This design comes from an exercise in tuning for small area, a short achievable clock period and few clock cycles per item on the open sky130 flow, not from production work.
Where RTL was checked, it was by simulation tests only, not by an equivalence proof against the original.
No functional check of the RTL was part of runs 1 and 4.
Power is estimated from default activity; no workload was simulated.

==> design/flow/design.v <==
module feq_recip (
    input  wire        clk,
    input  wire        rst,         
    input  wire        in_valid,
    output wire        in_ready,
    input  wire [15:0] a_raw,       
    input  wire [15:0] b_raw,       
    output reg         out_valid,
    input  wire        out_ready,
    output wire [31:0] out_re,      
    output wire [31:0] out_im,      
    output reg  [3:0]  out_sh,      
    output reg         out_dead
);
    reg         s1_busy;
    reg         s1_prep;            
    reg  [3:0]  s1_cnt;             
    reg         sqm;                
    reg         dead1;
    reg  [3:0]  hp;                 
    reg         e2_r, ez_r;         
    reg  [15:0] as_r, bs_r;
    reg  [31:0] sq_r;               
    reg  [2:0]  ca, cb;             
    wire   s1_load;
    assign in_ready = s1_load;
    wire s1_fin = (s1_cnt == 4'd9);
    wire a_small = (a_raw[15:1] == 15'd0) | (a_raw == 16'hFFFF);
    wire b_small = (b_raw[15:1] == 15'd0) | (b_raw == 16'hFFFF);
    wire red2 = (as_r[15] == as_r[14]) & (bs_r[15] == bs_r[14]);
    wire red3 = ((as_r[15:13] == 3'b000) | (as_r[15:13] == 3'b111)) &
                ((bs_r[15:13] == 3'b000) | (bs_r[15:13] == 3'b111));
    wire red5 = ((as_r[15:11] == 5'b00000) | (as_r[15:11] == 5'b11111)) &
                ((bs_r[15:11] == 5'b00000) | (bs_r[15:11] == 5'b11111));
    wire normed = dead1 | ~red2;
    wire [2:0]  kn = s1_prep ? s1_cnt[2:0] + 3'd1 : 3'd0;
    wire [16:0] ax = {as_r, 1'b0};
    wire [16:0] bx = {bs_r, 1'b0};
    reg  [2:0]  wa, wb;
    always @* begin
        case (kn)
            3'd0: begin wa = ax[16:14]; wb = bx[16:14]; end
            3'd1: begin wa = ax[14:12]; wb = bx[14:12]; end
            3'd2: begin wa = ax[12:10]; wb = bx[12:10]; end
            3'd3: begin wa = ax[10:8];  wb = bx[10:8];  end
            3'd4: begin wa = ax[8:6];   wb = bx[8:6];   end
            3'd5: begin wa = ax[6:4];   wb = bx[6:4];   end
            3'd6: begin wa = ax[4:2];   wb = bx[4:2];   end
            default: begin wa = ax[2:0]; wb = bx[2:0]; end
        endcase
    end
    function [2:0] booth_dec;       
        input [2:0] dg;
        begin
            booth_dec = {dg[1] ^ dg[0], (dg == 3'b011) | (dg == 3'b100),
                         dg[2] & ~(dg[1] & dg[0])};
        end
    endfunction
    function [32:0] booth_sq;       
        input [2:0]  c;
        input [31:0] x;
        input        en;
        reg [31:0] m;
        reg        neg;
        begin
            neg = en & c[0];
            m   = (en & c[2]) ? x : (en & c[1]) ? {x[30:0], 1'b0} : 32'd0;
            booth_sq = {neg, neg ? ~m : m};
        end
    endfunction
    wire [32:0] ta = booth_sq(ca, {{16{as_r[15]}}, as_r}, sqm);
    wire [32:0] tb = booth_sq(cb, {{16{bs_r[15]}}, bs_r}, sqm);
    wire [31:0] sq4 = (s1_cnt[2:0] == 3'd0) ? 32'd0 : {sq_r[29:0], 2'b00};
    wire [32:0] op_x = sqm ? {1'b0, sq4 | {30'd0, ta[32] & tb[32], ta[32] ^ tb[32]}}
                           : {1'b0, sq_r};
    wire [32:0] op_y = sqm ? {1'b0, ta[31:0]} : {sq_r, 1'b0};
    wire [32:0] op_z = {1'b0, tb[31:0]};
    wire [32:0] cs_s = op_x ^ op_y ^ op_z;
    wire [32:0] cs_c = (op_x & op_y) | (op_x & op_z) | (op_y & op_z);
    wire [32:0] s1_sum;
    wire        s1_co;
    pfx_add #(.W(33)) u_s1 (.a(cs_s), .b({cs_c[31:0], 1'b0}), .ci(1'b0), .s(s1_sum), .co(s1_co));
    wire        e0  = sq_r[31] | sq_r[30];
    wire [31:0] dnn = e0 ? sq_r : sq_r[29] ? {sq_r[30:0], 1'b0} : {sq_r[29:0], 2'b00};
    reg         s2_busy;
    reg  [3:0]  s2_cnt;
    reg  [31:0] dn_r;               
    reg  [32:0] d3_r;               
    reg  [31:0] rem_r;              
    reg  [28:0] q_r;                
    reg  [16:0] a2_r, b2_r;
    reg  [3:0]  sh2;
    reg         dead2;
    reg         s3_busy;
    reg  [3:0]  s3_cnt;
    wire s3_free = ~s3_busy | (s3_cnt == 4'd8);
    wire s2_last = s2_busy & (s2_cnt == 4'd14);
    wire s2_go   = s2_busy & (~s2_last | s3_free);
    wire s2_pass = s2_last & s3_free;
    wire s2_free = ~s2_busy | s2_pass;
    wire handoff = s1_busy & s1_fin & s2_free;
    assign s1_load = ~s1_busy | handoff;   
    reg  [1:0] bd;
    always @* begin
        case (s2_cnt)
            4'd0:  bd = dn_r[29:28];
            4'd1:  bd = dn_r[27:26];
            4'd2:  bd = dn_r[25:24];
            4'd3:  bd = dn_r[23:22];
            4'd4:  bd = dn_r[21:20];
            4'd5:  bd = dn_r[19:18];
            4'd6:  bd = dn_r[17:16];
            4'd7:  bd = dn_r[15:14];
            4'd8:  bd = dn_r[13:12];
            4'd9:  bd = dn_r[11:10];
            4'd10: bd = dn_r[9:8];
            4'd11: bd = dn_r[7:6];
            4'd12: bd = dn_r[5:4];
            4'd13: bd = dn_r[3:2];
            default: bd = dn_r[1:0];
        endcase
    end
    wire [34:0] y   = {1'b0, rem_r, bd};
    wire [34:0] t1, t2, t3;
    wire        c1, c2, c3;
    pfx_add #(.W(35)) u_t1 (.a(y), .b(~{2'b00, dn_r, 1'b0}), .ci(1'b1), .s(t1), .co(c1));
    pfx_add #(.W(35)) u_t2 (.a(y), .b(~{1'b0, dn_r, 2'b00}), .ci(1'b1), .s(t2), .co(c2));
    pfx_add #(.W(35)) u_t3 (.a(y), .b(~{1'b0, d3_r, 1'b0}), .ci(1'b1), .s(t3), .co(c3));
    wire [1:0]  dg  = ~t3[34] ? 2'd3 : ~t2[34] ? 2'd2 : ~t1[34] ? 2'd1 : 2'd0;
    wire [31:0] rem_n = ~t3[34] ? t3[31:0] : ~t2[34] ? t2[31:0] :
                        ~t1[34] ? t1[31:0] : y[31:0];
    wire [30:0] q_fin = {q_r, dg};
    reg  [30:0] q3;
    reg  [16:0] a3, b3;             
    reg         ap, bp;             
    reg  [30:0] vr, vi;             
    reg         zr, zi;             
    reg  [2:0]  hr, hi;             
    reg  [3:0]  sh3;
    reg         dead3;
    wire s3_go = s3_busy & ((s3_cnt != 4'd0) | ~out_valid | out_ready);
    function [34:0] booth_q;        
        input [2:0]  dg;
        input [30:0] x;
        input        flip;          
        reg one, two, neg;
        reg [33:0] m;
        begin
            one = dg[1] ^ dg[0];
            two = (dg == 3'b011) | (dg == 3'b100);
            neg = (dg[2] & ~(dg[1] & dg[0])) ^ (flip & (one | two));
            m   = one ? {3'b000, x} : two ? {2'b00, x, 1'b0} : 34'd0;
            booth_q = {neg, neg ? ~m : m};
        end
    endfunction
    wire [34:0] tr = booth_q({a3[1:0], ap}, q3, 1'b0);
    wire [34:0] ti = booth_q({b3[1:0], bp}, q3, 1'b1);
    wire [32:0] vr0 = (s3_cnt == 4'd0) ? 33'h0_0000_4000 : {{2{vr[30]}}, vr};
    wire [32:0] vi0 = (s3_cnt == 4'd0) ? 33'h0_0000_4000 : {{2{vi[30]}}, vi};
    wire [32:0] sr, si;             
    wire        cr, ci;
    pfx_add #(.W(33)) u_sr (.a(vr0), .b(tr[32:0]), .ci(tr[34]), .s(sr), .co(cr));
    pfx_add #(.W(33)) u_si (.a(vi0), .b(ti[32:0]), .ci(ti[34]), .s(si), .co(ci));
    assign out_re = {vr[28:0], hr[2], hr[1], hr[0] & ~zr};
    assign out_im = {vi[28:0], hi[2], hi[1], hi[0] & ~zi};
    always @(posedge clk) begin
        if (rst)
            s1_busy <= 1'b0;
        else if (s1_load)
            s1_busy <= in_valid;
        if (s1_load) begin
            as_r    <= a_raw;
            bs_r    <= b_raw;
            dead1   <= a_small & b_small;
            hp      <= 4'd0;
            s1_cnt  <= 4'd0;
            s1_prep <= 1'b0;
            sqm     <= 1'b0;
        end else if (~normed) begin
            if (red5) begin
                as_r <= {as_r[11:0], 4'd0};
                bs_r <= {bs_r[11:0], 4'd0};
                hp   <= hp + 4'd4;
            end else if (red3) begin
                as_r <= {as_r[13:0], 2'd0};
                bs_r <= {bs_r[13:0], 2'd0};
                hp   <= hp + 4'd2;
            end else begin
                as_r <= {as_r[14:0], 1'b0};
                bs_r <= {bs_r[14:0], 1'b0};
                hp   <= hp + 4'd1;
            end
        end else if (~s1_prep) begin
            s1_prep <= 1'b1;
            sqm     <= 1'b1;
        end else if (sqm) begin
            sq_r   <= s1_sum[31:0];
            s1_cnt <= s1_cnt + 4'd1;
            sqm    <= (s1_cnt != 4'd7);
        end else if (~s1_fin) begin
            sq_r   <= dnn;
            e2_r   <= ~e0 & ~sq_r[29];
            ez_r   <= ~e0;
            s1_cnt <= 4'd9;
        end
        ca <= booth_dec(wa);
        cb <= booth_dec(wb);
        if (rst)
            s2_busy <= 1'b0;
        else if (handoff)
            s2_busy <= 1'b1;
        else if (s2_pass)
            s2_busy <= 1'b0;
        if (handoff) begin
            dn_r   <= sq_r;
            d3_r   <= s1_sum;
            rem_r  <= (dnn == 32'h4000_0000) ? 32'd1 : {30'h2000_0000, dnn[31:30]};
            q_r    <= {28'd0, dnn == 32'h4000_0000};
            s2_cnt <= 4'd0;
            a2_r   <= dead1 ? 17'd0 : e2_r ? {as_r, 1'b0} : {as_r[15], as_r};
            b2_r   <= dead1 ? 17'd0 : e2_r ? {bs_r, 1'b0} : {bs_r[15], bs_r};
            sh2    <= dead1 ? 4'd0 : hp + {3'd0, ez_r};
            dead2  <= dead1;
        end else if (s2_go & ~s2_last) begin
            rem_r  <= rem_n;
            q_r    <= {q_r[26:0], dg};
            s2_cnt <= s2_cnt + 4'd1;
        end
        if (rst)
            s3_busy <= 1'b0;
        else if (s2_pass)
            s3_busy <= 1'b1;
        else if (s3_busy & (s3_cnt == 4'd8))
            s3_busy <= 1'b0;
        if (s2_pass) begin
            q3     <= q_fin;
            a3     <= a2_r;
            b3     <= b2_r;
            ap     <= 1'b0;
            bp     <= 1'b0;
            sh3    <= sh2;
            dead3  <= dead2;
            s3_cnt <= 4'd0;
        end else if (s3_go) begin
            a3     <= {a3[16], a3[16], a3[16:2]};
            b3     <= {b3[16], b3[16], b3[16:2]};
            ap     <= a3[1];
            bp     <= b3[1];
            s3_cnt <= s3_cnt + 4'd1;
        end
        if (s3_go) begin
            vr <= sr[32:2];
            vi <= si[32:2];
            case (s3_cnt)
                4'd0: begin
                    zr <= (sr[1:0] == 2'b00);
                    zi <= (si[1:0] == 2'b00);
                    out_sh   <= sh3;
                    out_dead <= dead3;
                end
                4'd7: begin
                    zr <= zr & ~sr[0];
                    zi <= zi & ~si[0];
                    hr[0] <= sr[1];
                    hi[0] <= si[1];
                end
                4'd8: begin
                    hr[2:1] <= sr[1:0];
                    hi[2:1] <= si[1:0];
                end
                default: begin
                    zr <= zr & (sr[1:0] == 2'b00);
                    zi <= zi & (si[1:0] == 2'b00);
                end
            endcase
        end
        if (rst)
            out_valid <= 1'b0;
        else if (s3_go & (s3_cnt == 4'd8))
            out_valid <= 1'b1;
        else if (out_ready)
            out_valid <= 1'b0;
    end
endmodule
module pfx_add #(parameter W = 32, parameter L = 6) (    
    input  wire [W-1:0] a,
    input  wire [W-1:0] b,
    input  wire         ci,
    output wire [W-1:0] s,
    output wire         co
);
    wire [W:0] G [0:L];
    wire [W:0] P [0:L];
    assign G[0] = {a & b, ci};
    assign P[0] = {a ^ b, 1'b0};
    genvar l, i;
    generate
        for (l = 0; l < L; l = l + 1) begin : lv
            for (i = 0; i <= W; i = i + 1) begin : bt
                if ((i >> l) & 1) begin : cmb
                    localparam integer J = ((i >> l) << l) - 1;
                    assign G[l+1][i] = G[l][i] | (P[l][i] & G[l][J]);
                    assign P[l+1][i] = P[l][i] & P[l][J];
                end else begin : pas
                    assign G[l+1][i] = G[l][i];
                    assign P[l+1][i] = P[l][i];
                end
            end
        end
    endgenerate
    assign s  = P[0][W:1] ^ G[L][W-1:0];
    assign co = G[L][W];
endmodule
==> design/flow/flow/run.sh <==
#!/bin/bash
# Standard ORFS layout, with timing repair asked to leave extra setup
# slack (the clock and constraints are the design's own).
set -euo pipefail
export SETUP_SLACK_MARGIN=${MARGIN:-7}
bash standard.sh > standard.log 2>&1 || { tail -50 standard.log; exit 1; }
==> design/flow/standard.sh <==
#!/bin/bash
# synth_recipe.tcl (not shown) runs the flow's synth.tcl, then flattens the netlist and writes it again
# the make line also repeats each setting of config.mk as NAME=value (left out here)
make -C /OpenROAD-flow-scripts/flow DESIGN_CONFIG=/design/flow/config.mk WORK_HOME=/design/flow/orfs CLKGATE_MAP_FILE= SYNTH_SCRIPT=/design/flow/synth_recipe.tcl "${@:-finish}"
==> design/flow/config.mk <==
export PLATFORM = sky130hd
export DESIGN_NAME = feq_recip
export DESIGN_NICKNAME = feq_recip
export VERILOG_FILES = /design/flow/design.v
export SDC_FILE = /design/flow/constraint.sdc
export NUM_CORES = 4
export LEC_CHECK = 0
export CAP_MARGIN = 20
export CORE_MARGIN = 2
export CORE_UTILIZATION = 40
export SLEW_MARGIN = 20
export SYNTH_HIERARCHICAL = 0
==> design/flow/constraint.sdc <==
create_clock -name core_clock -period 12.0 [get_ports {clk}]
set_input_delay 2.4000 -clock core_clock [delete_from_list [all_inputs] [get_ports {clk}]]
set_output_delay 2.4000 -clock core_clock [all_outputs]
set_load 0.01 [all_outputs]
==> results of run 1 <==
[worst paths after layout]
kind | startpoint | to | depth (start not counted) | slack [ns]
min | sh3[2]$_DFFE_PP_ | out_sh[2]$_DFFE_PP_ | 0 | 0.42
max | s2_cnt[0]$_SDFFE_PP0P_ | in_ready | 9 | 7.23
min reg2reg | sh3[2]$_DFFE_PP_ | out_sh[2]$_DFFE_PP_ | 0 | 0.42
max reg2reg | s2_cnt[1]$_SDFFE_PP0P_ | rem_r[24]$_SDFFCE_PP0P_ | 19 | 7.23
[worst max-delay path: stages, from the launching register on]
cell	delay, ns
dfxtp_2	0.36
inv_2	0.09
ha_4	0.19
nand4_1	0.22
nand2b_4	0.23
buf_12	0.15
nand2_1	0.11
nand3_2	0.12
nand2_4	0.15
clkbuf_2	0.15
[sequential cells by signal (all words and copies together), names as in the netlist, 16 cells and up]
name   count
a2_r      17
rem_r     32
vr        31
as_r      16
sq_r      32
dn_r      32
b2_r      17
q3        31
q_r       29
bs_r      16
b3        17
d3_r      33
a3        17
vi        31
[Yosys cell counts (all sizes together), types with 48 or more instances]
cell and count:
nand2 422, edfxtp 349, o21ai 214, ha 210, inv 197, nor2 193, xnor2 169, a21oi 167
clkbuf 150, mux2i 95, buf 87, xor2 79, a21o 76, and2 71, dfxtp 58, fa 56
nand3 54, a22oi 48
[cells in the final DEF (no fill, tap or decap), types with 33 or more instances in the layout]
master | synthesis | final
o21ai_0 | 210 | 205
a21o_1 | 76 | 76
edfxtp_1 | 349 | 349
nand3_1 | 53 | 51
and2_1 | 71 | 71
buf_4 | 62 | 64
xnor2_1 | 169 | 169
o22ai_1 | 34 | 33
fa_1 | 56 | 56
nand4_1 | 35 | 35
clkbuf_16 | 0 | 53
inv_1 | 196 | 193
xor2_1 | 79 | 79
mux2i_1 | 95 | 94
nand2_1 | 422 | 416
clkdlybuf4s50_1 | 0 | 105
nor2b_1 | 42 | 40
a21oi_1 | 165 | 159
dfxtp_1 | 58 | 44
nor2_1 | 193 | 190
ha_1 | 210 | 202
a22oi_1 | 48 | 48
[logic make-up after synthesis]
group	Yosys count
simple gates	938
compound gates	756
buf+inv	436
flops	407
fa+ha+maj	266
xor+xnor	248
mux	113
[per-stage QoR]
stage	hold WS [ns]	setup slack, ns	power [mW]	util (%)	cell area, um^2
after detailed placement	0.405	6.11	3.56	42.2	31200
after floorplan	0.400	7.00	3.09	-	29800
after CTS	0.417	6.89	5.19	44.8	33200
after global placement	0.402	6.16	3.55	42.2	31200
final	0.415	7.23	5.23	45.5	33700
after global routing	0.427	6.95	5.53	45.5	33700
[routing by layer]
| metal | vias up | track usage [%] | part of all wire (%) |
|---|---|---|---|
| li1 | 11187 | - | - |
| met1 | 11111 | 27.9 | 44 |
| met2 | 635 | 34.8 | 48 |
| met3 | 132 | 2.69 | 5.1 |
| met4 | 0 | 6.13 | 2.9 |
| met5 | - | 0 | 0 |
[timing repair]
action	4_1_cts	5_1_grt
cloned	1	4
pin swaps	5	15
endpoints found under the setup margin	66	43
buffers inserted	8	34
resized for setup	43	57
[power by group]
part           internal, mW  leakage [nW]  switching (mW)
Clock                 0.960         0.821           0.631
Combinational         0.745          9.04            1.04
Sequential             1.70          3.62           0.152
[layout make-up]
class,instances,area [um^2]
Fill cell,7089,40400
Multi-Input combinational cell,2321,16500
Sequential cell,407,11700
Timing Repair Buffer,185,1830
Clock buffer,64,1330
Tap cell,969,1210
Inverter,199,762
Clock inverter,26,377
Timing Repair inverter,1,5.00
==> flow_summary.ini, run 1 <==
[timing]
setup_tns_ns = 0
fmax_ghz = 0.209
fin_skew_ns = 0.0248
setup_viol = 0
slew_headroom_pct = 29.5
finalCriticalPeriod_ns = 4.77
worst_pin_slew_ns = 1.06
fin_crit_sh_pct = 39.8
maxSlewViolCount = 0
hold_violations = 0
rsz0062_at_grt = true

[logic_synthesis]
syn_inst = 3164
yosys_warnings = 3
syn_nets = 3466
synth_compound_area_share_pct = 16.3
synth_top_family_by_area = compound AO/OA/AOI/OAI gates
ys_types = 84
netlist_top_cells_area = edfxtp_1, ha_1, nand2_1, xnor2_1, dfxtp_1
synth_simple_gate_area_share_pct = 14.4
synth_area_um2 = 29800
ys_ff_latch = 407
synth_top_area_cell = edfxtp_1
yosysSeqAreaShare_pct = 39.1
synth-xor-area-share_pct = 7.29
synth_edf_count = 349
syn_avg_cell_area_um2 = 9.41
synthFlopType = edfxtp_1
synthDominantCellAreaShare_pct = 35.2
synth_mux_area_share_pct = 3.99
async_flop_share_pct = 0
yosys.area_share.adder_pct = 12.6

[detailed_routing]
ant_nets = 0
vias = 23065
first_pass_iters = 6
viasPerCell = 5.53
route.detailed.drc = 0
drt_iter0_drc = 2080
routed_wl_mm = 82.5
wl_per_cell_um = 19.8

[floorplanning]
ios = 107
die-area_um2 = 76700
rows = 100
coreArea_um2 = 74100
die_x_um = 277
fp.dieH_um = 277
initial_utilization_pct = 40.2

[critical_path]
worstSetupPathType = flip-flop to output pin
required_ns = 9.60
start_kind = flip-flop
cp-end-kind = output pin
crit_fanout = 17
crit_arrival_ns = 2.37

[job]
cap_violations = 0

[clock_tree]
root_buffer = clkbuf_16
clk_latency_ns = 0.61
cts_tree = yes
clock-sinks = 407
cts_made_buffers = 48
htreeDepth = 2
clock_path_buffers = 3
holdBufCountCts = 0
cts.clk_slew.worst_paths_ns = 0.06

[global_routing]
grt_usage_pct = 20.7
grt_overflow = 0
grt_pass1_vias = 21970
grt_max_degree = 84
antenna_found_initial = 0
grt_pass1_wl_mm = 127

[power]
p_leak_nw = 13.5
pwr_density_cell_nw_per_um2 = 155
ir_worst_vdd_uv = 112

[layout]
fin_nets = 3465
instances_no_fill = 4172
antenna_cells = 0
syn_to_final_growth_pct = 13.2
drive_gt1_share_pct = 8.15

[placement]
dp_hpwl_mm = 57.8
place_inst = 4035
port_buffers = 106
gp_congestion = 0.854

[hold_path]
hold_class = flip-flop to flip-flop

[status]
run_status = complete, no violations
==> run 2, diff against run 1 <==
--- a/design/flow/design.v
+++ b/design/flow/design.v
@@ -18,13 +18,12 @@
     reg         sqm;                
     reg         dead1;
     reg  [3:0]  hp;                 
-    reg         e2_r, ez_r;         
     reg  [15:0] as_r, bs_r;
     reg  [31:0] sq_r;               
     reg  [2:0]  ca, cb;             
     wire   s1_load;
     assign in_ready = s1_load;
-    wire s1_fin = (s1_cnt == 4'd9);
+    wire s1_fin = s1_cnt[3];
     wire a_small = (a_raw[15:1] == 15'd0) | (a_raw == 16'hFFFF);
     wire b_small = (b_raw[15:1] == 15'd0) | (b_raw == 16'hFFFF);
     wire red2 = (as_r[15] == as_r[14]) & (bs_r[15] == bs_r[14]);
@@ -68,24 +67,21 @@
             booth_sq = {neg, neg ? ~m : m};
         end
     endfunction
-    wire [32:0] ta = booth_sq(ca, {{16{as_r[15]}}, as_r}, sqm);
-    wire [32:0] tb = booth_sq(cb, {{16{bs_r[15]}}, bs_r}, sqm);
+    wire [32:0] ta = booth_sq(ca, {{16{as_r[15]}}, as_r}, 1'b1);
+    wire [32:0] tb = booth_sq(cb, {{16{bs_r[15]}}, bs_r}, 1'b1);
     wire [31:0] sq4 = (s1_cnt[2:0] == 3'd0) ? 32'd0 : {sq_r[29:0], 2'b00};
-    wire [32:0] op_x = sqm ? {1'b0, sq4 | {30'd0, ta[32] & tb[32], ta[32] ^ tb[32]}}
-                           : {1'b0, sq_r};
-    wire [32:0] op_y = sqm ? {1'b0, ta[31:0]} : {sq_r, 1'b0};
-    wire [32:0] op_z = {1'b0, tb[31:0]};
-    wire [32:0] cs_s = op_x ^ op_y ^ op_z;
-    wire [32:0] cs_c = (op_x & op_y) | (op_x & op_z) | (op_y & op_z);
-    wire [32:0] s1_sum;
-    wire        s1_co;
-    pfx_add #(.W(33)) u_s1 (.a(cs_s), .b({cs_c[31:0], 1'b0}), .ci(1'b0), .s(s1_sum), .co(s1_co));
+    wire [31:0] op_x = sq4 | {30'd0, ta[32] & tb[32], ta[32] ^ tb[32]};
+    wire [31:0] cs_s = op_x ^ ta[31:0] ^ tb[31:0];
+    wire [31:0] cs_c = (op_x & ta[31:0]) | (op_x & tb[31:0]) | (ta[31:0] & tb[31:0]);
+    wire [31:0] sq_nx;
+    wire        sq_co;
+    pfx_add #(.W(32)) u_sq (.a(cs_s), .b({cs_c[30:0], 1'b0}), .ci(1'b0), .s(sq_nx), .co(sq_co));
     wire        e0  = sq_r[31] | sq_r[30];
+    wire        e2  = ~e0 & ~sq_r[29];
     wire [31:0] dnn = e0 ? sq_r : sq_r[29] ? {sq_r[30:0], 1'b0} : {sq_r[29:0], 2'b00};
     reg         s2_busy;
     reg  [3:0]  s2_cnt;
     reg  [31:0] dn_r;               
-    reg  [32:0] d3_r;               
     reg  [31:0] rem_r;              
     reg  [28:0] q_r;                
     reg  [16:0] a2_r, b2_r;
@@ -125,7 +121,11 @@
     wire        c1, c2, c3;
     pfx_add #(.W(35)) u_t1 (.a(y), .b(~{2'b00, dn_r, 1'b0}), .ci(1'b1), .s(t1), .co(c1));
     pfx_add #(.W(35)) u_t2 (.a(y), .b(~{1'b0, dn_r, 2'b00}), .ci(1'b1), .s(t2), .co(c2));
-    pfx_add #(.W(35)) u_t3 (.a(y), .b(~{1'b0, d3_r, 1'b0}), .ci(1'b1), .s(t3), .co(c3));
+    wire [34:0] n4  = ~{1'b0, dn_r, 2'b00};
+    wire [34:0] n2  = ~{2'b00, dn_r, 1'b0};
+    wire [34:0] c6s = y ^ n4 ^ n2;
+    wire [34:0] c6c = (y & n4) | (y & n2) | (n4 & n2);
+    pfx_add #(.W(35)) u_t3 (.a(c6s), .b({c6c[33:0], 1'b1}), .ci(1'b1), .s(t3), .co(c3));
     wire [1:0]  dg  = ~t3[34] ? 2'd3 : ~t2[34] ? 2'd2 : ~t1[34] ? 2'd1 : 2'd0;
     wire [31:0] rem_n = ~t3[34] ? t3[31:0] : ~t2[34] ? t2[31:0] :
                         ~t1[34] ? t1[31:0] : y[31:0];
@@ -194,14 +194,9 @@
             s1_prep <= 1'b1;
             sqm     <= 1'b1;
         end else if (sqm) begin
-            sq_r   <= s1_sum[31:0];
+            sq_r   <= sq_nx;
             s1_cnt <= s1_cnt + 4'd1;
             sqm    <= (s1_cnt != 4'd7);
-        end else if (~s1_fin) begin
-            sq_r   <= dnn;
-            e2_r   <= ~e0 & ~sq_r[29];
-            ez_r   <= ~e0;
-            s1_cnt <= 4'd9;
         end
         ca <= booth_dec(wa);
         cb <= booth_dec(wb);
@@ -212,14 +207,13 @@
         else if (s2_pass)
             s2_busy <= 1'b0;
         if (handoff) begin
-            dn_r   <= sq_r;
-            d3_r   <= s1_sum;
+            dn_r   <= dnn;
             rem_r  <= (dnn == 32'h4000_0000) ? 32'd1 : {30'h2000_0000, dnn[31:30]};
             q_r    <= {28'd0, dnn == 32'h4000_0000};
             s2_cnt <= 4'd0;
-            a2_r   <= dead1 ? 17'd0 : e2_r ? {as_r, 1'b0} : {as_r[15], as_r};
-            b2_r   <= dead1 ? 17'd0 : e2_r ? {bs_r, 1'b0} : {bs_r[15], bs_r};
-            sh2    <= dead1 ? 4'd0 : hp + {3'd0, ez_r};
+            a2_r   <= dead1 ? 17'd0 : e2 ? {as_r, 1'b0} : {as_r[15], as_r};
+            b2_r   <= dead1 ? 17'd0 : e2 ? {bs_r, 1'b0} : {bs_r[15], bs_r};
+            sh2    <= dead1 ? 4'd0 : hp + {3'd0, ~e0};
             dead2  <= dead1;
         end else if (s2_go & ~s2_last) begin
             rem_r  <= rem_n;
==> flow_summary.ini, run 2 <==
[critical_path]
cp_slowest_stage_delay_ns = 0.33
cp-end-kind = output pin
worstSetupPathType = flip-flop to output pin
crit_fanout = 17
required_ns = 9.60
crit_path_top_delay_cell = dfxtp_2
start_kind = flip-flop
crit_path_cell_trace = inv_1 > ha_4 > nor2b_2 > nand2_1 > nand2_2 > nand2b_4 > buf_12 > nand2_2 > nand3_4 > buf_12 > nand2_4 > buf_12 > clkbuf_2
crit_top_cell = buf_12
worstRegToRegCells = 20
crit_arrival_ns = 2.49

[detailed_routing]
met1_length_mm = 33.7
viasPerCell = 5.54
routed-wl-met2_mm = 33.8
routed_wl_mm = 73.3
vias = 22004
route.met3.wl_mm = 3.94
drt_iter0_drc = 1561
route.detailed.drc = 0
routed.top_layer = met4
first_pass_iters = 5
wl_per_cell_um = 18.4
ant_nets = 0

[logic_synthesis]
synth_compound_area_share_pct = 15.7
yosysSeqAreaShare_pct = 37.3
syn_nets = 3351
synthFlopType = edfxtp_1
syn_avg_cell_area_um2 = 9.40
synth_area_um2 = 28400
synthDominantCellAreaShare_pct = 33.2
synth_simple_gate_area_share_pct = 15.6
netlist_top_cells_area = edfxtp_1, ha_1, fa_1, nand2_1, xnor2_1
syn_inst = 3021
yosys_warnings = 4
synth-xor-area-share_pct = 7.90
synth_top_area_cell = edfxtp_1
synth_top_family_by_area = compound AO/OA/AOI/OAI gates
ys_types = 95
ys_ff_latch = 372
synth_common_cells = nand2_1, edfxtp_1, a21oi_1, ha_1, nor2_1
synth_mux_area_share_pct = 2.60
yosys.area_share.adder_pct = 15.2
synth_edf_count = 314
async_flop_share_pct = 0
synthMostInstantiatedCell = nand2_1

[layout]
fin_nets = 3326
mostFrequentLayoutCells = nand2_1, edfxtp_1, a21oi_1, ha_1, nor2_1
reg_top3 = dn_r (32), rem_r (32), sq_r (32)
antenna_cells = 0
instances_no_fill = 3974
final_area_um2 = 31900
syn_to_final_growth_pct = 12.3
final_common_cell = nand2_1
drive_gt1_share_pct = 6.92
utilization_pct = 45.4

[timing]
rsz0062_at_grt = false
worst_pin_slew_ns = 1.06
slew_headroom_pct = 28.9
setup_viol = 0
maxSlewViolCount = 0
fin_crit_sh_pct = 40.7
fmax_ghz = 0.205
hold_violations = 0
finalCriticalPeriod_ns = 4.89
fin_skew_ns = 0.0245
holdWs_ns = 0.425
setup_tns_ns = 0

[clock_tree]
root_buffer = clkbuf_16
clk_latency_ns = 0.59
clock_path_buffers = 3
cts.clk_slew.worst_paths_ns = 0.06
holdBufCountCts = 0
cts_made_buffers = 46
htreeDepth = 2
clock-sinks = 372
cts_tree = yes

[hold_path]
whs_path_depth = 0
hold_class = flip-flop to flip-flop

[global_routing]
grt_overflow = 0
grt_usage_pct = 19.5
grt_max_degree = 76
grt_pass1_vias = 21640
antenna_found_initial = 0
grt_pass1_wl_mm = 117

[power]
p_leak_nw = 12.7
pwr_density_cell_nw_per_um2 = 164
ir_worst_vdd_uv = 125

[job]
cap_violations = 0

[floorplanning]
fp.dieH_um = 270
coreArea_um2 = 70100
initial_utilization_pct = 40.5
rows = 97
ios = 107
die-area_um2 = 73100
die_x_um = 270

[placement]
placed_area_um2 = 29800
dp_hpwl_mm = 52.1
gp_congestion = 0.905
port_buffers = 106
place_inst = 3866

[status]
run_status = complete, no violations
run 2: through the flow:
step | total power [mW] | setup WS, ns
4_1_cts | 5.25 | 6.82
2_1_floorplan | 3.30 | 6.90
3_3_place_gp | 3.66 | 5.94
3_5_place_dp | 3.74 | 5.84
6_report | 5.23 | 7.11
5_1_grt | 5.59 | 6.99
run 2: final timing paths:
| path | startpoint | end | slack, ns |
|---|---|---|---|
| worst max-delay path | s3_cnt[1]$_SDFFE_PP0P_ | in_ready | 7.11 |
| worst min-delay path | sh2[1]$_SDFFCE_PP0P_ | sh3[1]$_DFFE_PP_ | 0.43 |
| worst max register to register | s2_cnt[1]$_SDFFE_PP0P_ | rem_r[7]$_SDFFCE_PP0P_ | 7.28 |
| worst min register to register | sh2[1]$_SDFFCE_PP0P_ | sh3[1]$_DFFE_PP_ | 0.43 |
run 2: critical path, delay by kind of cell (launching register included):
family	cells	cell delay (ns)
simple gates	7	0.75
buf+inv	5	0.67
flops	1	0.33
fa+ha+maj	1	0.15
run 2: area by class of cell:
cell class                      count  area (um^2)
Clock buffer                       63         1340
Clock inverter                     23          284
Fill cell                        6619        38300
Inverter                          136          517
Multi-Input combinational cell   2289        16400
Sequential cell                   372        10600
Tap cell                          940         1180
Timing Repair Buffer              150         1540
Timing Repair inverter              1         5.00
run 2: cells by family after synthesis:
group,count (synthesis)
buffers and inverters,362
AOI/OAI and AO/OA,699
adders and majority gates,294
xor gates and xnor gates,256
muxes,73
DFF,372
and+or+nand+nor,965
run 2: what timing repair did:
item                                    4_1_cts  5_1_grt
cloned                                        6        1
resized for setup                            34       32
pin swaps                                     0        9
endpoints found under the setup margin       49       47
buffers inserted                              2       13
run 2: routing by layer:
layer / global-route usage, % / vias up
met5: 0 / -
met4: 5.99 / 0
met3: 2.73 / 111
met2: 31.8 / 624
met1: 26.9 / 10686
li1: - / 10583
run 2: where the power goes:
part | switching (mW) | internal (mW) | leakage (nW) | total, mW
Clock | 0.588 | 0.896 | 0.790 | 1.48
Combinational | 1.11 | 0.900 | 8.46 | 2.01
Sequential | 0.129 | 1.61 | 3.40 | 1.73
Testbench counts of run 2, summed over its fixed seeds: cycles 36,188, items 2,400.
==> run 3, diff against run 2 <==
==> design/flow/flow/run.sh (replaced) <==
#!/bin/bash
# Standard ORFS layout, with timing repair asked to leave extra setup
# slack (the clock and constraints are the design's own).
set -euo pipefail
export SETUP_SLACK_MARGIN=${MARGIN:-7.5}
bash standard.sh > standard.log 2>&1 || { tail -50 standard.log; exit 1; }
==> flow_summary.ini, run 3 <==
[logic_synthesis]
synth_mux_area_share_pct = 2.60
synth_common_cells = nand2_1, edfxtp_1, a21oi_1, ha_1, nor2_1
syn_nets = 3351
synthDominantCellAreaShare_pct = 33.2
syn_inst = 3021
yosys.area_share.adder_pct = 15.2
synthFlopType = edfxtp_1
async_flop_share_pct = 0
ys_ff_latch = 372
syn_avg_cell_area_um2 = 9.40
ys_types = 95
synth_top_family_by_area = compound AO/OA/AOI/OAI gates
yosysSeqAreaShare_pct = 37.3
synth_simple_gate_area_share_pct = 15.6
synth_top_area_cell = edfxtp_1
synthMostInstantiatedCell = nand2_1
synth-xor-area-share_pct = 7.90
synth_compound_area_share_pct = 15.7
yosys_warnings = 4
synth_area_um2 = 28400
synth_edf_count = 314
netlist_top_cells_area = edfxtp_1, ha_1, fa_1, nand2_1, xnor2_1

[critical_path]
crit_arrival_ns = 4.98
worstSetupPathType = flip-flop to flip-flop
crit_fanout = 6
required_ns = 12.34
start_kind = flip-flop
cp-end-kind = flip-flop

[detailed_routing]
ant_nets = 0
viasPerCell = 5.57
drt_iter0_drc = 1676
route.detailed.drc = 0
wl_per_cell_um = 19.1
routed_wl_mm = 77.2
first_pass_iters = 6
vias = 22496

[placement]
port_buffers = 106
dp_hpwl_mm = 52.4
place_inst = 3865
gp_congestion = 0.895

[global_routing]
grt_pass1_wl_mm = 120
grt_usage_pct = 20.2
grt_pass1_vias = 21979
grt_overflow = 0
grt_max_degree = 76
antenna_found_initial = 0

[layout]
multi_input_area_um2 = 16800
syn_to_final_growth_pct = 16.2
seq_area_um2 = 10600
fin_nets = 3390
final_common_cell = nand2_1
fillers = 6555
drive_gt1_share_pct = 10.7
mostFrequentLayoutCells = nand2_1, edfxtp_1, a21oi_1, ha_1, nor2_1
reg_top3 = dn_r (32), rem_r (32), sq_r (32)
instances_no_fill = 4040

[status]
run_status = complete, no violations

[clock_tree]
root_buffer = clkbuf_16
cts_made_buffers = 47
cts_tree = yes
htreeDepth = 2
clock-sinks = 372
clk_latency_ns = 0.59
clock_path_buffers = 3
holdBufCountCts = 0
cts.clk_slew.worst_paths_ns = 0.06

[power]
pwr_density_cell_nw_per_um2 = 160
ir_worst_vdd_uv = 117
p_leak_nw = 13.1

[floorplanning]
fp.dieH_um = 270
ios = 107
rows = 97
initial_utilization_pct = 40.5
die_x_um = 270
die-area_um2 = 73100
coreArea_um2 = 70100

[hold_path]
hold_class = flip-flop to flip-flop

[timing]
rsz0062_at_grt = true
setup_tns_ns = 0
maxSlewViolCount = 0
setup_viol = 0
worst_pin_slew_ns = 1.21
hold_violations = 0
fin_skew_ns = 0.0256
slew_headroom_pct = 19.3
fin_crit_sh_pct = 38.6
finalCriticalPeriod_ns = 4.63
fmax_ghz = 0.216

[job]
cap_violations = 0
## run 3: cell counts after synthesis
Identical to the previous run, type by type.
## run 3: power breakdown
part	internal (mW)	switching, mW
Clock	0.878	0.596
Sequential	1.61	0.139
Combinational	0.938	1.13
Total	3.43	1.87
## run 3: final cells by class
type / count / share of cell area, %
antenna: 1 / 0.00759
clock buffer: 62 / 4.28
clock inverter: 26 / 0.679
inverter: 136 / 1.60
multi-input combinational: 2293 / 51.0
sequential: 372 / 32.2
tap: 940 / 3.57
timing repair buffer: 209 / 6.65
timing repair inverter: 1 / 0.0228
## run 3: routing by layer
layer / track usage (%) / share of wire, % / vias up
met5: 0 / 0 / -
met4: 5.45 / 2.4 / 0
met3: 2.55 / 5.0 / 114
met2: 33.2 / 47 / 635
met1: 28.0 / 45 / 11014
li1: - / - / 10733
## run 3: timing repair
item                       4_1_cts  5_1_grt
resized for setup               98       76
setup endpoints to repair       81       52
gates cloned                     9        8
setup buffers                   20       49
pin swaps                       18       47
## run 3: per-stage QoR
| stage | total power, mW | area [um^2] | hold slack (ns) | setup slack [ns] | utilization, % |
|---|---|---|---|---|---|
| after floorplan | 3.30 | 28400 | 0.400 | 7.42 | - |
| after global routing | 5.65 | 33000 | 0.426 | 7.09 | 47.0 |
| after global placement | 3.65 | 29800 | 0.401 | 5.95 | 42.4 |
| after detailed placement | 3.73 | 29800 | 0.407 | 5.90 | 42.4 |
| after CTS | 5.26 | 32100 | 0.425 | 7.38 | 45.8 |
| final | 5.29 | 33000 | 0.417 | 7.37 | 47.0 |
## run 3: kinds of logic after synthesis
kind of cell,Yosys count
and+or+nand+nor,965
AOI/OAI and AO/OA,699
DFF,372
buffers and inverters,362
adders and majority gates,294
xor gates and xnor gates,256
muxes,73
## run 3: final timing paths
path         cells after the start  slack (ns)               end                 start
max reg2reg                     20        7.37  vi[30]$_DFFE_PP_       b3[0]$_DFFE_PP_
min reg2reg                      0        0.42  sh3[3]$_DFFE_PP_  sh2[3]$_SDFFCE_PP0P_
max                             20        7.37  vi[30]$_DFFE_PP_       b3[0]$_DFFE_PP_
min                              0        0.42  sh3[3]$_DFFE_PP_  sh2[3]$_SDFFCE_PP0P_
## run 3: critical path, stage by stage, from the launching register on
cell and delay [ns]:
edfxtp_1 0.43, inv_2 0.07, ha_4 0.28, clkinvlp_4 0.17, buf_8 0.18, o22ai_2 0.17, xnor2_1 0.12, ha_2 0.24
a2111o_1 0.45, a311oi_2 0.31, o31ai_2 0.14, a2111oi_2 0.33, o31a_2 0.25, o21a_4 0.14, nor2_2 0.05, a2111oi_4 0.30
o21bai_2 0.13, a21oi_2 0.17, fa_2 0.24, xor2_2 0.14, xnor2_1 0.07
==> run 4, diff against run 3 <==
--- a/design/flow/design.v
+++ b/design/flow/design.v
@@ -81,19 +81,20 @@
     wire [31:0] dnn = e0 ? sq_r : sq_r[29] ? {sq_r[30:0], 1'b0} : {sq_r[29:0], 2'b00};
     reg         s2_busy;
     reg  [3:0]  s2_cnt;
+    reg         s2_fin;             
     reg  [31:0] dn_r;               
-    reg  [31:0] rem_r;              
-    reg  [28:0] q_r;                
+    reg  [34:0] ws_r, wc_r;         
+    reg  [31:0] qp_r, qm_r;         
     reg  [16:0] a2_r, b2_r;
     reg  [3:0]  sh2;
     reg         dead2;
-    reg         s3_busy;
+    reg  [1:0]  s3_st;              
     reg  [3:0]  s3_cnt;
-    wire s3_free = ~s3_busy | (s3_cnt == 4'd8);
+    wire s3_free = (s3_st == 2'd0) | ((s3_st == 2'd2) & (s3_cnt == 4'd8));
     wire s2_last = s2_busy & (s2_cnt == 4'd14);
+    wire s2_done = s2_last & s3_free;
     wire s2_go   = s2_busy & (~s2_last | s3_free);
-    wire s2_pass = s2_last & s3_free;
-    wire s2_free = ~s2_busy | s2_pass;
+    wire s2_free = ~s2_busy | s2_done;
     wire handoff = s1_busy & s1_fin & s2_free;
     assign s1_load = ~s1_busy | handoff;   
     reg  [1:0] bd;
@@ -116,29 +117,57 @@
             default: bd = dn_r[1:0];
         endcase
     end
-    wire [34:0] y   = {1'b0, rem_r, bd};
-    wire [34:0] t1, t2, t3;
-    wire        c1, c2, c3;
-    pfx_add #(.W(35)) u_t1 (.a(y), .b(~{2'b00, dn_r, 1'b0}), .ci(1'b1), .s(t1), .co(c1));
-    pfx_add #(.W(35)) u_t2 (.a(y), .b(~{1'b0, dn_r, 2'b00}), .ci(1'b1), .s(t2), .co(c2));
-    wire [34:0] n4  = ~{1'b0, dn_r, 2'b00};
-    wire [34:0] n2  = ~{2'b00, dn_r, 1'b0};
-    wire [34:0] c6s = y ^ n4 ^ n2;
-    wire [34:0] c6c = (y & n4) | (y & n2) | (n4 & n2);
-    pfx_add #(.W(35)) u_t3 (.a(c6s), .b({c6c[33:0], 1'b1}), .ci(1'b1), .s(t3), .co(c3));
-    wire [1:0]  dg  = ~t3[34] ? 2'd3 : ~t2[34] ? 2'd2 : ~t1[34] ? 2'd1 : 2'd0;
-    wire [31:0] rem_n = ~t3[34] ? t3[31:0] : ~t2[34] ? t2[31:0] :
-                        ~t1[34] ? t1[31:0] : y[31:0];
-    wire [30:0] q_fin = {q_r, dg};
+    wire        s2_first = (s2_cnt == 4'd0);
+    wire [34:0] dv1 = {2'b00, dn_r, 1'b0};
+    wire [34:0] dv2 = {1'b0, dn_r, 2'b00};
+    wire [34:0] ws0 = s2_first ? {3'b000, 30'h2000_0000, dn_r[31:30] + 2'd1} : ws_r;
+    wire [34:0] wc0 = s2_first ? ~dv1 : wc_r;
+    wire [31:0] qp0 = s2_first ? 32'd1 : qp_r;
+    wire [31:0] qm0 = s2_first ? 32'd0 : qm_r;
+    wire [34:0] ys  = {ws0[32:0], bd};
+    wire [34:0] yc  = {wc0[32:0], 2'b00};
+    wire [6:0]  est = ys[34:28] + yc[34:28];
+    wire [2:0]  idx = dn_r[31] ? 3'd7 : dn_r[29:27];
+    reg  signed [7:0] m2, m1, m0, mn;
+    always @* begin
+        case (idx)
+            3'd0: begin m2 = 12; m1 = 3; m0 = -5; mn = -13; end
+            3'd1: begin m2 = 14; m1 = 4; m0 = -6; mn = -15; end
+            3'd2: begin m2 = 15; m1 = 4; m0 = -6; mn = -16; end
+            3'd3: begin m2 = 16; m1 = 4; m0 = -7; mn = -18; end
+            3'd4: begin m2 = 18; m1 = 5; m0 = -8; mn = -20; end
+            3'd5: begin m2 = 19; m1 = 5; m0 = -8; mn = -21; end
+            3'd6: begin m2 = 20; m1 = 5; m0 = -9; mn = -23; end
+            3'd7: begin m2 = 22; m1 = 6; m0 = -10; mn = -25; end
+            default: begin m2 = 0; m1 = 0; m0 = 0; mn = 0; end
+        endcase
+    end
+    wire signed [7:0] es = {est[6], est};
+    wire        kp2 = (es >= m2);
+    wire        kp1 = (es >= m1) & ~kp2;
+    wire        kn1 = (es < m0) & (es >= mn);
+    wire        kn2 = (es < mn);
+    wire [34:0] mul = (kp2 | kn2) ? dv2 : (kp1 | kn1) ? dv1 : 35'd0;
+    wire        kpos = kp2 | kp1;
+    wire        kneg = kn2 | kn1;
+    wire [34:0] mm  = kpos ? ~mul : mul;
+    wire [34:0] cy  = (ys & yc) | (ys & mm) | (yc & mm);
+    wire [34:0] ws_n = ys ^ yc ^ mm;
+    wire [34:0] wc_n = {cy[33:0], kpos};
+    wire [1:0]  kl  = kp2 ? 2'd2 : kp1 ? 2'd1 : kn1 ? 2'd3 : kn2 ? 2'd2 : 2'd0;
+    wire [31:0] qp_n = {kneg ? qm0[29:0] : qp0[29:0], kl};
+    wire [31:0] qm_n = {(kneg | ~kpos) ? qm0[29:0] : qp0[29:0], kl - 2'd1};
+    wire [34:0] wsum  = ws_r + wc_r;
+    wire [30:0] q_fin = wsum[34] ? qm_r[30:0] : qp_r[30:0];
     reg  [30:0] q3;
     reg  [16:0] a3, b3;             
     reg         ap, bp;             
-    reg  [30:0] vr, vi;             
+    reg  [33:0] vr, vi;             
     reg         zr, zi;             
     reg  [2:0]  hr, hi;             
     reg  [3:0]  sh3;
     reg         dead3;
-    wire s3_go = s3_busy & ((s3_cnt != 4'd0) | ~out_valid | out_ready);
+    wire s3_go = (s3_st == 2'd2) & ((s3_cnt != 4'd0) | ~out_valid | out_ready);
     function [34:0] booth_q;        
         input [2:0]  dg;
         input [30:0] x;
@@ -155,12 +184,12 @@
     endfunction
     wire [34:0] tr = booth_q({a3[1:0], ap}, q3, 1'b0);
     wire [34:0] ti = booth_q({b3[1:0], bp}, q3, 1'b1);
-    wire [32:0] vr0 = (s3_cnt == 4'd0) ? 33'h0_0000_4000 : {{2{vr[30]}}, vr};
-    wire [32:0] vi0 = (s3_cnt == 4'd0) ? 33'h0_0000_4000 : {{2{vi[30]}}, vi};
-    wire [32:0] sr, si;             
+    wire [33:0] vr0 = (s3_cnt == 4'd0) ? 34'h0_0000_4000 : vr;
+    wire [33:0] vi0 = (s3_cnt == 4'd0) ? 34'h0_0000_4000 : vi;
+    wire [33:0] sr, si;
     wire        cr, ci;
-    pfx_add #(.W(33)) u_sr (.a(vr0), .b(tr[32:0]), .ci(tr[34]), .s(sr), .co(cr));
-    pfx_add #(.W(33)) u_si (.a(vi0), .b(ti[32:0]), .ci(ti[34]), .s(si), .co(ci));
+    pfx_add #(.W(34)) u_sr (.a(vr0), .b(tr[33:0]), .ci(tr[34]), .s(sr), .co(cr));
+    pfx_add #(.W(34)) u_si (.a(vi0), .b(ti[33:0]), .ci(ti[34]), .s(si), .co(ci));
     assign out_re = {vr[28:0], hr[2], hr[1], hr[0] & ~zr};
     assign out_im = {vi[28:0], hi[2], hi[1], hi[0] & ~zi};
     always @(posedge clk) begin
@@ -204,47 +233,58 @@
             s2_busy <= 1'b0;
         else if (handoff)
             s2_busy <= 1'b1;
-        else if (s2_pass)
+        else if (s2_done)
             s2_busy <= 1'b0;
+        if (rst)
+            s2_fin <= 1'b0;
+        else
+            s2_fin <= s2_done;
         if (handoff) begin
             dn_r   <= dnn;
-            rem_r  <= (dnn == 32'h4000_0000) ? 32'd1 : {30'h2000_0000, dnn[31:30]};
-            q_r    <= {28'd0, dnn == 32'h4000_0000};
             s2_cnt <= 4'd0;
             a2_r   <= dead1 ? 17'd0 : e2 ? {as_r, 1'b0} : {as_r[15], as_r};
             b2_r   <= dead1 ? 17'd0 : e2 ? {bs_r, 1'b0} : {bs_r[15], bs_r};
             sh2    <= dead1 ? 4'd0 : hp + {3'd0, ~e0};
             dead2  <= dead1;
         end else if (s2_go & ~s2_last) begin
-            rem_r  <= rem_n;
-            q_r    <= {q_r[26:0], dg};
             s2_cnt <= s2_cnt + 4'd1;
         end
+        if (s2_go) begin
+            ws_r <= ws_n;
+            wc_r <= wc_n;
+            qp_r <= qp_n;
+            qm_r <= qm_n;
+        end
         if (rst)
-            s3_busy <= 1'b0;
-        else if (s2_pass)
-            s3_busy <= 1'b1;
-        else if (s3_busy & (s3_cnt == 4'd8))
-            s3_busy <= 1'b0;
-        if (s2_pass) begin
-            q3     <= q_fin;
+            s3_st <= 2'd0;
+        else if (s2_done)
+            s3_st <= 2'd1;
+        else if (s2_fin)
+            s3_st <= 2'd2;
+        else if (s3_go & (s3_cnt == 4'd8))
+            s3_st <= 2'd0;
+        if (s2_done) begin
             a3     <= a2_r;
             b3     <= b2_r;
             ap     <= 1'b0;
             bp     <= 1'b0;
             sh3    <= sh2;
             dead3  <= dead2;
-            s3_cnt <= 4'd0;
         end else if (s3_go) begin
             a3     <= {a3[16], a3[16], a3[16:2]};
             b3     <= {b3[16], b3[16], b3[16:2]};
             ap     <= a3[1];
             bp     <= b3[1];
+        end
+        if (s2_fin) begin
+            q3     <= q_fin;
+            s3_cnt <= 4'd0;
+        end else if (s3_go) begin
             s3_cnt <= s3_cnt + 4'd1;
         end
         if (s3_go) begin
-            vr <= sr[32:2];
-            vi <= si[32:2];
+            vr <= {sr[33], sr[33], sr[33:2]};
+            vi <= {si[33], si[33], si[33:2]};
             case (s3_cnt)
                 4'd0: begin
                     zr <= (sr[1:0] == 2'b00);
==> design/flow/flow/run.sh (replaced) <==
#!/bin/bash
# Standard ORFS layout, with timing repair asked to leave extra setup
# slack (the clock and constraints are the design's own).
set -euo pipefail
export SETUP_SLACK_MARGIN=${MARGIN:-7}
bash standard.sh > standard.log 2>&1 || { tail -50 standard.log; exit 1; }
==> flow_summary.ini, run 4 <==
[status]
run_status = complete, no violations

[global_routing]
grt_pass1_vias = 22824
grt_usage_pct = 19.5
grt_pass1_wl_mm = 123
antenna_found_initial = 1
grt_max_degree = 82
grt_overflow = 0

[layout]
antenna_cells = 0
final_common_cell = nand2_1
instances_no_fill = 4101
syn_to_final_growth_pct = 16.1
multi_input_area_um2 = 16300
utilization_pct = 46.8
fin_nets = 3371
mostFrequentLayoutCells = nand2_1, edfxtp_1, a21oi_1, ha_1, inv_1
reg_top3 = wc_r (35), ws_r (35)
fillers = 6922
drive_gt1_share_pct = 11.6
seq_area_um2 = 13100

[critical_path]
required_ns = 12.36
start_kind = flip-flop
cp-end-kind = flip-flop
worstRegToRegCells = 21
crit_arrival_ns = 5.41
worstSetupPathType = flip-flop to flip-flop
crit_fanout = 6

[placement]
dp_hpwl_mm = 50.7
port_buffers = 106
gp_congestion = 0.850
place_inst = 3921

[job]
cap_violations = 0

[logic_synthesis]
ys_ff_latch = 447
synthFlopType = edfxtp_1
synth_top_area_cell = edfxtp_1
synth_edf_count = 415
syn_avg_cell_area_um2 = 10.0
syn_nets = 3337
syn_inst = 3047
yosysSeqAreaShare_pct = 42.9
synth_common_cells = nand2_1, edfxtp_1, ha_1, a21oi_1, inv_1
synthDominantCellAreaShare_pct = 40.8
async_flop_share_pct = 0
netlist_top_cells_area = edfxtp_1, ha_1, nand2_1, fa_1, xnor2_1
synthMostInstantiatedCell = nand2_1
ys_types = 88
yosys_warnings = 3
synth_area_um2 = 30500

[timing]
fmax_ghz = 0.198
maxSlewViolCount = 0
setup_tns_ns = 0
finalCriticalPeriod_ns = 5.04
fin_skew_ns = 0.0307
holdWs_ns = 0.422
worst_pin_slew_ns = 1.12
rsz0062_at_grt = true
fin_crit_sh_pct = 42.0
setup_viol = 0
slew_headroom_pct = 25.2
hold_violations = 0

[detailed_routing]
wl_per_cell_um = 19.3
first_pass_iters = 6
viasPerCell = 5.49
routed_wl_mm = 79.2
vias = 22514
drt_iter0_drc = 1698
route.detailed.drc = 0
ant_nets = 0

[clock_tree]
cts_tree = yes
clock-sinks = 447
clk_latency_ns = 0.63
cts_made_buffers = 50
holdBufCountCts = 0
root_buffer = clkbuf_16
cts.clk_slew.worst_paths_ns = 0.06
htreeDepth = 2
clock_path_buffers = 3

[floorplanning]
ios = 107
fp.dieH_um = 280
die_x_um = 280
coreArea_um2 = 75700
die-area_um2 = 78500
initial_utilization_pct = 40.3
rows = 101

[hold_path]
whs_path_depth = 0
hold_class = flip-flop to flip-flop

[power]
pwr_density_cell_nw_per_um2 = 198
p_leak_nw = 14.0
ir_worst_vdd_uv = 111
[run 4: final cells by class]
type,count,share of cell area [%]
timing repair inverter,3,0.0706
clock buffer,58,3.62
timing repair buffer,216,6.92
inverter,164,1.85
multi-input combinational,2199,46.0
tap,978,3.45
clock inverter,36,1.11
sequential,447,37.0
[run 4: power by group]
part	leakage (nW)	internal [mW]	switching (mW)
Sequential	4.06	1.98	0.136
Combinational	9.17	1.52	1.80
Clock	0.793	0.902	0.679
Total	14.0	4.40	2.62
[run 4: worst paths after layout]
kind	end	slack, ns	start
max	ws_r[6]$_DFFE_PP_	6.96	s2_cnt[1]$_SDFFE_PP0P_
min	out_sh[0]$_DFFE_PP_	0.42	sh3[0]$_DFFE_PP_
max reg2reg	ws_r[6]$_DFFE_PP_	6.96	s2_cnt[1]$_SDFFE_PP0P_
min reg2reg	out_sh[0]$_DFFE_PP_	0.42	sh3[0]$_DFFE_PP_
[run 4: per-layer routing]
layer | vias to the layer above | GRT usage, % | routed length [um]
met5 | - | 0 | 13
met4 | 2 | 5.31 | 2000
met3 | 141 | 2.92 | 3830
met2 | 557 | 34.1 | 39500
met1 | 11079 | 25.0 | 33900
li1 | 10735 | - | -
[run 4: timing repair]
| item | 4_1_cts | 5_1_grt |
|---|---|---|
| gates cloned | 17 | 7 |
| pin swaps | 16 | 40 |
| gates resized for setup | 74 | 99 |
| setup buffers | 27 | 35 |
| setup endpoints to repair | 163 | 95 |
[run 4: stage by stage]
stage / area, um^2 / power, mW / setup slack (ns)
finish: 35400 / 7.02 / 6.96
global route: 35400 / 7.50 / 6.79
CTS: 34600 / 6.80 / 6.90
detailed placement: 31900 / 4.99 / 5.31
global placement: 31900 / 4.87 / 5.38
floorplan: 30600 / 4.37 / 6.49
[run 4: worst max-delay path, cell delays in order (launching register included)]
cell and delay [ns]:
dfxtp_4 0.35, inv_4 0.07, ha_4 0.15, or3b_4 0.40, buf_12 0.15, and2_4 0.16, ha_4 0.16, fa_2 0.59
buf_6 0.11, ha_4 0.19, nor2b_4 0.14, o311ai_2 0.21, a21boi_1 0.08, or2_1 0.23, maj3_2 0.32, a31o_4 0.31
buf_12 0.16, buf_16 0.13, mux2i_2 0.16, xnor2_2 0.15, fa_1 0.53, inv_1 0.04
[run 4: kinds of logic (layout without fill, tap and decap cells)]
group | count (synthesis) | count (layout) | synth area share (%)
flip-flops | 447 | 447 | 42.9
XOR/XNOR | 221 | 221 | 6.43
multiplexers | 162 | 162 | 5.53
AO/OA/AOI/OAI | 615 | 615 | 12.6
AND/OR/NAND/NOR | 942 | 945 | 14.2
buffers and inverters | 404 | 477 | 5.97
adder cells (fa/ha/maj) | 256 | 256 | 12.4

## what the ideal ports hide
How much do the figures lean on ideal ports? The routed layouts below were timed once more, with nothing changed but the port constraints. Step 1 assumes that a clkbuf_16 drives the clock port and a buf_2 every other input. Step 2 times the ports against the registers' clock, not the clock port: input delays grow and output delays shrink by t, the midpoint of the rising clock arrivals with the driver on. a / b / c = ideal / step 1 / step 2; a / b = the first two.
| run | shift t [ns] | setup WS [ns] | worst register clock-pin slew, ns | worst data-port slew with drivers (ns) |
|---|---|---|---|---|
| run 1 | 0.661 | 7.226 / 7.160 / 7.142 | 0.07 / 0.07 | 0.07 |
| run 2 | 0.637 | 7.114 / 7.056 / 7.168 | 0.07 / 0.07 | 0.05 |
| run 3 | 0.641 | 7.365 / 7.312 / 7.209 | 0.06 / 0.06 | 0.04 |
| run 4 | 0.675 | 6.956 / 6.956 / 6.956 | 0.07 / 0.07 | 0.03 |
After both steps setup and hold are still met in every run listed. The setup slack of run 3, which loses most, moves by -0.053 ns with the drivers and by -0.156 ns with both steps.
